This design comes from an exercise in tuning for small area on the open sky130 flow, not from production work. Where RTL was checked, it was by simulation tests only, not by an equivalence proof against the original. Power and IR drop assume default switching activity.

## red
Design chk_unit, start of the top module:
module chk_unit (
    input  wire        clk,
    input  wire        rst,
    input  wire        req_valid,
    input  wire        req_write,
    input  wire [6:0]  req_addr,
    input  wire [31:0] req_wdata,
    input  wire [2:0]  req_src,
    input  wire [2:0]  req_jet,
    output reg         rsp_valid,
    output reg         rsp_denied,
    output reg  [31:0] rsp_rdata,
    input  wire [7:0]  fold_addr,
    input  wire        tick_ms,
    input  wire        jet_stop,
    input  wire [2:0]  jet_stop_id,
    input  wire        steward_stop,
    input  wire        lockout,
    output wire        mismatch_evt,
    output reg  [2:0]  mismatch_ch
);
export LEC_CHECK = 0
export CAP_MARGIN = 10
export CORE_MARGIN = 2
export CORE_UTILIZATION = 60
export GPL_ROUTABILITY_DRIVEN = 0
export PLACE_DENSITY = 0.72
export SLEW_MARGIN = 10
create_clock -name core_clock -period 13.0 [get_ports {clk}]
standard.sh (not shown) runs the stock make flow with config.mk's settings and CLKGATE_MAP_FILE= SYNTH_SCRIPT=/design/flow/synth_recipe.tcl, a recipe that flattens the netlist after the stock synthesis.
==> flow/flow/run.sh <==
#!/bin/bash
# Own layout flow.
# 1. The standard synthesis (standard.sh synth).
# 2. The same synthesis again with an area-oriented ABC mapping script
#    (area_synth.tcl, abc_area_map.script, bias_lib.py); its netlist replaces
#    the standard one only if it holds exactly the same registers (names and
#    cell types).
# 3. The standard ORFS layout steps, with clock tree and port buffer
#    settings of our own.
# Each tool's output goes to a log of its own in this folder.
set -euo pipefail
W=$(pwd)
R=$W/orfs/results/$FLOW_PLATFORM/chk_unit/base
A=$W/orfs_area/results/$FLOW_PLATFORM/chk_unit/base

bash standard.sh synth > 1_standard_synth.log 2>&1
cp $R/1_2_yosys.v $W/standard_synth.v

python3 flow/bias_lib.py $FLOW_HOME/platforms/$FLOW_PLATFORM/lib/sky130_fd_sc_hd__tt_025C_1v80.lib \
  $W/abc_bias.lib 5.0 > 2_bias_lib.log 2>&1
if bash standard.sh WORK_HOME=$W/orfs_area SYNTH_SCRIPT=$W/flow/area_synth.tcl synth \
     > 2_area_synth.log 2>&1 \
   && python3 flow/regs_match.py $W/standard_synth.v $A/1_2_yosys.v > 2_regs_match.log 2>&1; then
  cp $A/1_2_yosys.v $R/1_2_yosys.v
  touch $R/1_2_yosys.v
fi

bash standard.sh \
  "CTS_ARGS=-sink_clustering_enable -repair_clock_nets -sink_clustering_size 9 -sink_clustering_max_diameter 35 -buf_list sky130_fd_sc_hd__clkbuf_4 -dont_use_dummy_load" \
  "BUFFER_PORTS_ARGS=-buffer_cell sky130_fd_sc_hd__buf_1" \
  finish > 3_layout.log 2>&1
Other scripts of this flow, unchanged in this note and not shown: flow/flow/abc_area_map.script, flow/flow/area_synth.tcl, flow/flow/bias_lib.py, flow/flow/regs_match.py
#### Input delta (blue over red)
# red
export LEC_CHECK = 0
export CAP_MARGIN = 10
export CORE_MARGIN = 2
export CORE_UTILIZATION = 60
export GPL_ROUTABILITY_DRIVEN = 0
export PLACE_DENSITY = 0.72
export SLEW_MARGIN = 10
create_clock -name core_clock -period 13.0 [get_ports {clk}]
# blue
export LEC_CHECK = 0
export CAP_MARGIN = 10
export CORE_MARGIN = 2
export CORE_UTILIZATION = 60
export SLEW_MARGIN = 10
create_clock -name core_clock -period 13.0 [get_ports {clk}]
diff --git a/flow/flow/run.sh b/flow/flow/run.sh
--- a/flow/flow/run.sh
+++ b/flow/flow/run.sh
@@ -29 +29 @@
-  "CTS_ARGS=-sink_clustering_enable -repair_clock_nets -sink_clustering_size 9 -sink_clustering_max_diameter 35 -buf_list sky130_fd_sc_hd__clkbuf_4 -dont_use_dummy_load" \
+  "CTS_ARGS=-sink_clustering_enable -repair_clock_nets -sink_clustering_size 10 -sink_clustering_max_diameter 40 -buf_list sky130_fd_sc_hd__clkbuf_4 -dont_use_dummy_load" \
@@ -30,0 +31 @@
+  "GLOBAL_PLACEMENT_ARGS=-keep_resize_below_overflow 0.5" \
==> comparison <==
blue completed end to end with timing, DRC and antenna clean. In blue the amount of wire on met2 after detailed routing turned out 6.6% higher than in red. Total area of multi-input combinational cells came out higher on blue than on red. Re wire length: red was lower than blue. Compared with red, in blue switching part of the total power lower; setup slack of the most critical reg-to-reg path saw an increase. Going from red to blue, the clock power was found to have gone down by about 4%.


== wip/willow ==
chk_unit, a different RTL version from the one above (not shown whole).
Size in the first run: roughly 100 I/O pins, about 0.071 mm² of cells after synthesis.
make LEC_CHECK=0 CAP_MARGIN=20 CORE_MARGIN=2 CORE_UTILIZATION=60 CTS_BUF_LIST='sky130_fd_sc_hd__clkbuf_4 sky130_fd_sc_hd__clkbuf_8' SLEW_MARGIN=20 finish   # period 13.0 ns
run.sh (not shown) runs the stock make flow with config.mk's settings and CLKGATE_MAP_FILE= SYNTH_SCRIPT=/design/flow/synth_recipe.tcl, a recipe that flattens the netlist after the stock synthesis.
Stock flow here: none of the scripts above is used.
No stage failed in wip/willow, and the final checks on the layout all came back clean.
Relative to wip/willow, the following input files were edited for wip/quartz:
-- flow/config.mk --
<<< wip/willow, line 9
export CORE_MARGIN = 2
export CORE_UTILIZATION = 60
export CTS_BUF_LIST = sky130_fd_sc_hd__clkbuf_4 sky130_fd_sc_hd__clkbuf_8
export SLEW_MARGIN = 20
>>> wip/quartz, line 9
export CORE_MARGIN = 2
export CORE_UTILIZATION = 70
export CTS_BUF_LIST = sky130_fd_sc_hd__clkbuf_4
export CTS_CLUSTER_SIZE = 16
export PLACE_DENSITY = 0.75
export SLEW_MARGIN = 20
- Full die area went down by more than 10% going from wip/willow to wip/quartz.
- Final routed wirelength across all metal layers: wip/quartz higher than wip/willow
- Against wip/willow, the final cell area of wip/quartz is lower.
- wip/quartz: number of clock buffer instances in the layout higher than wip/willow
- Between wip/willow and wip/quartz, non-clock buffer count is higher for wip/quartz, wip/willow comes in under that.
- wip/quartz: via count of the routed design about 6% above wip/willow
- Sort wip/willow and wip/quartz by minimum setup slack after placement, descending, and wip/quartz comes first.
- Going from wip/willow to wip/quartz, number of vias per cell after detailed routing grows by 6.7%.
- The critical path endpoint comes out chan[7].u_ch.mm_flag in one run and chan[6].u_ch.mm_flag in the other, namely in wip/willow and wip/quartz respectively.
Changes in wip/harbor relative to wip/quartz:
-- flow/config.mk --
<<< wip/quartz, line 9
export CORE_MARGIN = 2
export CORE_UTILIZATION = 70
export CTS_BUF_LIST = sky130_fd_sc_hd__clkbuf_4
export CTS_CLUSTER_SIZE = 16
export PLACE_DENSITY = 0.75
export SLEW_MARGIN = 20
>>> wip/harbor, line 9
export CORE_MARGIN = 2
export CORE_UTILIZATION = 30
export SLEW_MARGIN = 20
Findings:
- The higher switching power of the nets of wip/harbor and wip/quartz is in wip/harbor.
- Relative to wip/quartz, the post-layout utilization of the core of wip/harbor is lower by 44 points.
- Going from wip/quartz to wip/harbor, die extent in y grew by more than half.
No run of this note included a check of the RTL's function; only the layout flow was run.


v8:
chk_unit with an RTL version that a note above also has.
Size: ~4300 cells after synthesis, roughly 100 I/O pins.
==> flow/config.mk <==
export PLATFORM = sky130hd
export DESIGN_NAME = chk_unit
export DESIGN_NICKNAME = chk_unit
export VERILOG_FILES = /design/flow/design.v
export SDC_FILE = /design/flow/constraint.sdc
export NUM_CORES = 8
export LEC_CHECK = 0
export CAP_MARGIN = 10
export CORE_MARGIN = 2
export CORE_UTILIZATION = 60
export SLEW_MARGIN = 10
==> flow/constraint.sdc <==
create_clock -name core_clock -period 13.0 [get_ports {clk}]
set_input_delay 2.6000 -clock core_clock [delete_from_list [all_inputs] [get_ports {clk}]]
set_output_delay 2.6000 -clock core_clock [all_outputs]
set_load 0.01 [all_outputs]
standard.sh (not shown) runs the stock make flow with config.mk's settings and CLKGATE_MAP_FILE= SYNTH_SCRIPT=/design/flow/synth_recipe.tcl, a recipe that flattens the netlist after the stock synthesis.
==> flow/flow/run.sh <==
#!/bin/bash
# Own layout flow.
# 1. The standard synthesis (standard.sh synth).
# 2. The same synthesis again with an area-oriented ABC mapping script
#    (area_synth.tcl, abc_area_map.script, bias_lib.py); its netlist replaces
#    the standard one only if it holds exactly the same registers (names and
#    cell types).
# 3. The standard ORFS layout steps, with clock tree and port buffer
#    settings of our own.
# Each tool's output goes to a log of its own in this folder.
set -euo pipefail
W=$(pwd)
R=$W/orfs/results/$FLOW_PLATFORM/chk_unit/base
A=$W/orfs_area/results/$FLOW_PLATFORM/chk_unit/base

bash standard.sh synth > 1_standard_synth.log 2>&1
cp $R/1_2_yosys.v $W/standard_synth.v

python3 flow/bias_lib.py $FLOW_HOME/platforms/$FLOW_PLATFORM/lib/sky130_fd_sc_hd__tt_025C_1v80.lib \
  $W/abc_bias.lib 5.0 > 2_bias_lib.log 2>&1
if bash standard.sh WORK_HOME=$W/orfs_area SYNTH_SCRIPT=$W/flow/area_synth.tcl synth \
     > 2_area_synth.log 2>&1 \
   && python3 flow/regs_match.py $W/standard_synth.v $A/1_2_yosys.v > 2_regs_match.log 2>&1; then
  cp $A/1_2_yosys.v $R/1_2_yosys.v
  touch $R/1_2_yosys.v
fi

bash standard.sh \
  "CTS_ARGS=-sink_clustering_enable -repair_clock_nets -sink_clustering_size 10 -sink_clustering_max_diameter 40 -buf_list sky130_fd_sc_hd__clkbuf_4 -dont_use_dummy_load" \
  "BUFFER_PORTS_ARGS=-buffer_cell sky130_fd_sc_hd__buf_1" \
  finish > 3_layout.log 2>&1
Other scripts of this flow, unchanged in this note and not shown: flow/flow/abc_area_map.script, flow/flow/area_synth.tcl, flow/flow/bias_lib.py, flow/flow/regs_match.py
Setup changes, v8 to v17
# v8
export LEC_CHECK = 0
export CAP_MARGIN = 10
export CORE_MARGIN = 2
export CORE_UTILIZATION = 60
export SLEW_MARGIN = 10
create_clock -name core_clock -period 13.0 [get_ports {clk}]
# v17
export LEC_CHECK = 0
export CAP_MARGIN = 10
export CORE_MARGIN = 2
export CORE_UTILIZATION = 60
export GPL_ROUTABILITY_DRIVEN = 0
export PLACE_DENSITY = 0.72
export SLEW_MARGIN = 10
create_clock -name core_clock -period 13.0 [get_ports {clk}]
## What came out
Compare v17 and v8 | slack of the worst reg-to-reg path higher: v8
Compared to v8, the router laid down less metal wire for v17.
Detailed-route via count (v17 vs. v8) increases slightly
Summary of v17 over v8: footprint of the multi-input gates held, core utilization of the finished layout went down 0.18 points.
## Diff of input files: v20 against v17
# v17
export LEC_CHECK = 0
export CAP_MARGIN = 10
export CORE_MARGIN = 2
export CORE_UTILIZATION = 60
export GPL_ROUTABILITY_DRIVEN = 0
export PLACE_DENSITY = 0.72
export SLEW_MARGIN = 10
create_clock -name core_clock -period 13.0 [get_ports {clk}]
# v20
export LEC_CHECK = 0
export CAP_MARGIN = 10
export CORE_MARGIN = 2
export CORE_UTILIZATION = 50
export SLEW_MARGIN = 10
create_clock -name core_clock -period 13.0 [get_ports {clk}]
--- a/flow/flow/run.sh
+++ b/flow/flow/run.sh
@@ -29 +29 @@
-  "CTS_ARGS=-sink_clustering_enable -repair_clock_nets -sink_clustering_size 10 -sink_clustering_max_diameter 40 -buf_list sky130_fd_sc_hd__clkbuf_4 -dont_use_dummy_load" \
+  "CTS_ARGS=-sink_clustering_enable -repair_clock_nets -sink_clustering_size 16 -sink_clustering_max_diameter 60 -buf_list sky130_fd_sc_hd__clkbuf_8 -dont_use_dummy_load" \
Results
Going from v17 to v20, the non-clock buffer count was found to have gone up by 46. Of v20 and v17, the higher area of the core region belongs to v20. Against v17, total power in v20 rose slightly. Measured against v17, the die area of v20 comes out at 1.20 times the reference value. Lower number of global-route vias before repair was reported by v20, not v17. Of v20 and v17, the run reporting the higher worst setup margin was v20. In the flow results for v20 and v17, the global routing met2 resource utilization is larger on v17. v20 vs v17: cell depth of the worst setup path up in v20. Relative to v17, area added between synthesis and finish has gone up in v20. For the power of the clock network, v20 came in about 9% higher than v17 did.
Edits applied to the flow inputs when going from v20 to v56:
# v20
export LEC_CHECK = 0
export CAP_MARGIN = 10
export CORE_MARGIN = 2
export CORE_UTILIZATION = 50
export SLEW_MARGIN = 10
create_clock -name core_clock -period 13.0 [get_ports {clk}]
# v56
export LEC_CHECK = 0
export CAP_MARGIN = 20
export CORE_MARGIN = 2
export CORE_UTILIZATION = 60
export SLEW_MARGIN = 20
create_clock -name core_clock -period 13.0 [get_ports {clk}]
--- a/flow/flow/run.sh
+++ b/flow/flow/run.sh
@@ -30,0 +31 @@
+  "RECOVER_POWER=100" \
Final checks on v56, whose flow otherwise completed, came back failing, citing max-capacitance violations, max-slew violations.
| shortest clock period the worst path allows after layout | higher: v56 |
v56 vs. v20: net switching component of the power went up 1.9%; endpoint required time on the critical path went down 0.39 ns; number of tap cells inserted went down 16%; worst-margin pin slew went up 2.41 ns.
Route | v56 vs v20 | wire shorter in v56
Sort v56 and v20 by cell total after placement, ascending, and v56 comes first.
Height of the chip down 8.6% in v56 wrt v20
Combinational power: v56 > v20
Between v20 and v56, the clock network contribution to total cell area does not differ in any meaningful way.
Here is what was changed in the inputs of v37 compared with v56.
--- a/flow/flow/run.sh
+++ b/flow/flow/run.sh
@@ -31 +30,0 @@
-  "RECOVER_POWER=100" \
==> summary.txt <==
- v37: all stages complete, timing, DRC and antenna checks passed
- Relative to v56, critical path buffer and inverter count has increased by 5 in v37.
- Comparing v37 against v56, there is no change at all in weighted congestion reported at the end of routability-driven placement.
- The worst hold margin of v37 and that of v56 are within noise of each other.
- Compared with v56, in v37 count of multi-input gates essentially unchanged, maximum fanout along the worst path shrank by 29.
- Count of pins over their slew limit ends up higher on v56.
- In the tables for v56 and v37, ratio of cells with drive above 1 in the final layout reads higher with v37.
- Between v56 and v37, the vias after detailed routing does not differ in any meaningful way.
- Looking at post-layout instance area across both flows, v37 is the weaker of the two, with v56 ahead.
Input changes introduced in v10 (baseline for comparison: v37):
# v37
export LEC_CHECK = 0
export CAP_MARGIN = 20
export CORE_MARGIN = 2
export CORE_UTILIZATION = 60
export SLEW_MARGIN = 20
create_clock -name core_clock -period 13.0 [get_ports {clk}]
# v10
export LEC_CHECK = 0
export CAP_MARGIN = 0
export CORE_MARGIN = 2
export CORE_UTILIZATION = 60
export GPL_ROUTABILITY_DRIVEN = 0
export SLEW_MARGIN = 0
create_clock -name core_clock -period 13.0 [get_ports {clk}]
--- a/flow/flow/run.sh
+++ b/flow/flow/run.sh
@@ -29 +29 @@
-  "CTS_ARGS=-sink_clustering_enable -repair_clock_nets -sink_clustering_size 16 -sink_clustering_max_diameter 60 -buf_list sky130_fd_sc_hd__clkbuf_8 -dont_use_dummy_load" \
+  "CTS_ARGS=-sink_clustering_enable -sink_clustering_size 10 -sink_clustering_max_diameter 40 -buf_list sky130_fd_sc_hd__clkbuf_4 -dont_use_dummy_load" \
[summary]
Final worst slack | v10 above v37
The run showing the greater non-clock buffer total of the final layout is v37.
A cell with the biggest individual delay on the critical path of sky130_fd_sc_hd__xor2_1 is what v10 shows, while sky130_fd_sc_hd__a32oi_1 belongs to v37.
Looking at detailed-router iteration count before antenna repair across v10 and v37, the one that comes out higher is v37.


Starting RTL as in the previous note.
Design chk_unit, start of the top module:
module chk_unit (
    input  wire        clk,
    input  wire        rst,
    input  wire        req_valid,
    input  wire        req_write,
    input  wire [6:0]  req_addr,
    input  wire [31:0] req_wdata,
    input  wire [2:0]  req_src,
    input  wire [2:0]  req_jet,
    output reg         rsp_valid,
    output reg         rsp_denied,
    output reg  [31:0] rsp_rdata,
    input  wire [7:0]  fold_addr,
    input  wire        tick_ms,
    input  wire        jet_stop,
    input  wire [2:0]  jet_stop_id,
    input  wire        steward_stop,
    input  wire        lockout,
    output wire        mismatch_evt,
    output reg  [2:0]  mismatch_ch
);
clock: 13.0 ns
lec_check: 0
cap_margin: 20
core_margin: 2
core_utilization: 60
slew_margin: 20
==> flow/flow/run.sh <==
#!/bin/bash
# Own layout flow.
# 1. The standard synthesis (standard.sh synth).
# 2. The same synthesis again with an area-oriented ABC mapping script
#    (area_synth.tcl, abc_area_map.script, bias_lib.py); its netlist replaces
#    the standard one only if it holds exactly the same registers (names and
#    cell types).
# 3. The standard ORFS layout steps, with clock tree and port buffer
#    settings of our own.
# Each tool's output goes to a log of its own in this folder.
set -euo pipefail
W=$(pwd)
R=$W/orfs/results/$FLOW_PLATFORM/chk_unit/base
A=$W/orfs_area/results/$FLOW_PLATFORM/chk_unit/base

bash standard.sh synth > 1_standard_synth.log 2>&1
cp $R/1_2_yosys.v $W/standard_synth.v

python3 flow/bias_lib.py $FLOW_HOME/platforms/$FLOW_PLATFORM/lib/sky130_fd_sc_hd__tt_025C_1v80.lib \
  $W/abc_bias.lib 5.0 > 2_bias_lib.log 2>&1
if bash standard.sh WORK_HOME=$W/orfs_area SYNTH_SCRIPT=$W/flow/area_synth.tcl synth \
     > 2_area_synth.log 2>&1 \
   && python3 flow/regs_match.py $W/standard_synth.v $A/1_2_yosys.v > 2_regs_match.log 2>&1; then
  cp $A/1_2_yosys.v $R/1_2_yosys.v
  touch $R/1_2_yosys.v
fi

bash standard.sh \
  "CTS_ARGS=-sink_clustering_enable -repair_clock_nets -sink_clustering_size 16 -sink_clustering_max_diameter 60 -buf_list sky130_fd_sc_hd__clkbuf_8 -dont_use_dummy_load" \
  "BUFFER_PORTS_ARGS=-buffer_cell sky130_fd_sc_hd__buf_1" \
  "GLOBAL_PLACEMENT_ARGS=-timing_driven_repair_tns_end_percent 0" \
  finish > 3_layout.log 2>&1
Other scripts of this flow, unchanged in this note and not shown: flow/flow/abc_area_map.script, flow/flow/area_synth.tcl, flow/flow/bias_lib.py, flow/flow/regs_match.py
The first run produced a clean layout.
Edit:
--- a/flow/flow/run.sh
+++ b/flow/flow/run.sh
@@ -27,6 +27,5 @@
 
 bash standard.sh \
-  "CTS_ARGS=-sink_clustering_enable -repair_clock_nets -sink_clustering_size 16 -sink_clustering_max_diameter 60 -buf_list sky130_fd_sc_hd__clkbuf_8 -dont_use_dummy_load" \
+  "CTS_ARGS=-sink_clustering_enable -repair_clock_nets -sink_clustering_size 10 -sink_clustering_max_diameter 40 -buf_list sky130_fd_sc_hd__clkbuf_4 -dont_use_dummy_load" \
   "BUFFER_PORTS_ARGS=-buffer_cell sky130_fd_sc_hd__buf_1" \
-  "GLOBAL_PLACEMENT_ARGS=-timing_driven_repair_tns_end_percent 0" \
   finish > 3_layout.log 2>&1
- CAP_MARGIN: 20 -> 0
- GPL_ROUTABILITY_DRIVEN: unset -> 0
- SLEW_MARGIN: 20 -> 0
=> Via count increases by 1.4%. Power shrinks by 1.3%. Sequential power stays flat. Register-to-register slack got worse by 0.09 ns. Global-route usage barely changes. Wire length hardly moves. Non-clock buffer count goes down by 7. Core utilization falls by 0.35 points. Die area does not change. Hold slack degrades by 0.0046 ns. Design area drops by 0.52%.
Edit:
- CAP_MARGIN: 0 -> 10
- GPL_ROUTABILITY_DRIVEN: 0 -> unset
- PLACE_DENSITY: unset -> 0.72
- SLEW_MARGIN: 0 -> 10
=> The changed run passed the timing, DRC and antenna checks. Via count is about the same. Clock-buffer cell count shrinks by 2. First-iteration DRC count went up by 11%. Register-to-register slack gets better by 0.42 ns. Synthesized area stays the same. Combinational power increases by about 1%. Utilization hardly moves. Routed wire length falls by 0.50%. Worst setup slack gains 0.23 ns. Sequential share of layout area barely changes.
Edit:
- CAP_MARGIN: 10 -> 5
- GPL_ROUTABILITY_DRIVEN: unset -> 0
- PLACE_DENSITY: 0.72 -> unset
- SLEW_MARGIN: 10 -> 5
After rerunning: The changed run finished with timing, DRC and antenna clean. Worst setup slack is worse by 0.23 ns. Fmax drops slightly. Core utilization hardly moves. Worst hold slack gains 0.049 ns. Cell area barely changes.
Edit:
- CAP_MARGIN: 5 -> 10
- SLEW_MARGIN: 5 -> 10
The changed run finished clean.
Synthesized cell count stays the same.
Combinational power stays flat.
Worst setup slack got worse by 0.11 ns.
Via count barely changes.
Sequential cell count stays the same.
Count of clock-buffer cells in the layout drops by 1.
Clock power hardly moves.
Area after synthesis does not change.
Critical path depth does not change.
Sequential share of layout area hardly moves.
Cell area stays flat.

static timing again, ports no longer ideal:
The results above use ideal ports. As a check the final layouts listed here were re-extracted and re-timed, cells and wires unchanged.
Step 1, drivers: a clkbuf_16 drives clk and a buf_2 each remaining input, both assumed.
Step 2, shift: input delay + t, output delay - t, t = (earliest + latest rising clock arrival at the registers) / 2. This alone moves slack from input paths to output paths.
Three values: ideal, step 1, step 2; two values: the first two.
run | t, ns | slack for setup (ns) | worst setup path after step 2 | cell pins on the clock port's net
red | 1.165 | 0.918 / 0.968 / -0.197 | input to register | 1
blue | 1.207 | 2.228 / 2.279 / 1.072 | input to register | 1
wip/willow | 1.037 | 1.151 / 1.201 / 0.164 | input to register | 1
wip/quartz | 1.293 | 1.655 / 1.705 / 0.411 | input to register | 1
wip/harbor | 0.891 | 0.785 / 0.847 / -0.044 | input to register | 1
v8 | 1.135 | 1.136 / 1.178 / 0.044 | input to register | 1
v17 | 1.171 | 0.926 / 0.971 / -0.200 | input to register | 1
v20 | 0.896 | 1.231 / 1.281 / 0.385 | input to register | 1
v56 | 0.837 | 0.431 / 0.480 / -0.357 | input to register | 1
v37 | 0.840 | 0.894 / 0.942 / 0.102 | input to register | 1
v10 | 1.208 | 1.225 / 1.267 / 0.059 | input to register | 1
the first run of note 4 | 0.840 | 0.894 / 0.942 / 0.102 | input to register | 1
the second run of note 4 | 1.208 | 1.225 / 1.267 / 0.059 | input to register | 1
the third run of note 4 | 1.205 | 1.452 / 1.497 / 0.292 | input to register | 1
the fourth run of note 4 | 1.208 | 1.225 / 1.267 / 0.059 | input to register | 1
the fifth run of note 4 | 1.167 | 1.116 / 1.158 / -0.010 | input to register | 1
The setup slack of wip/quartz, which loses most, moves by +0.050 ns with the drivers and by -1.244 ns with both steps.
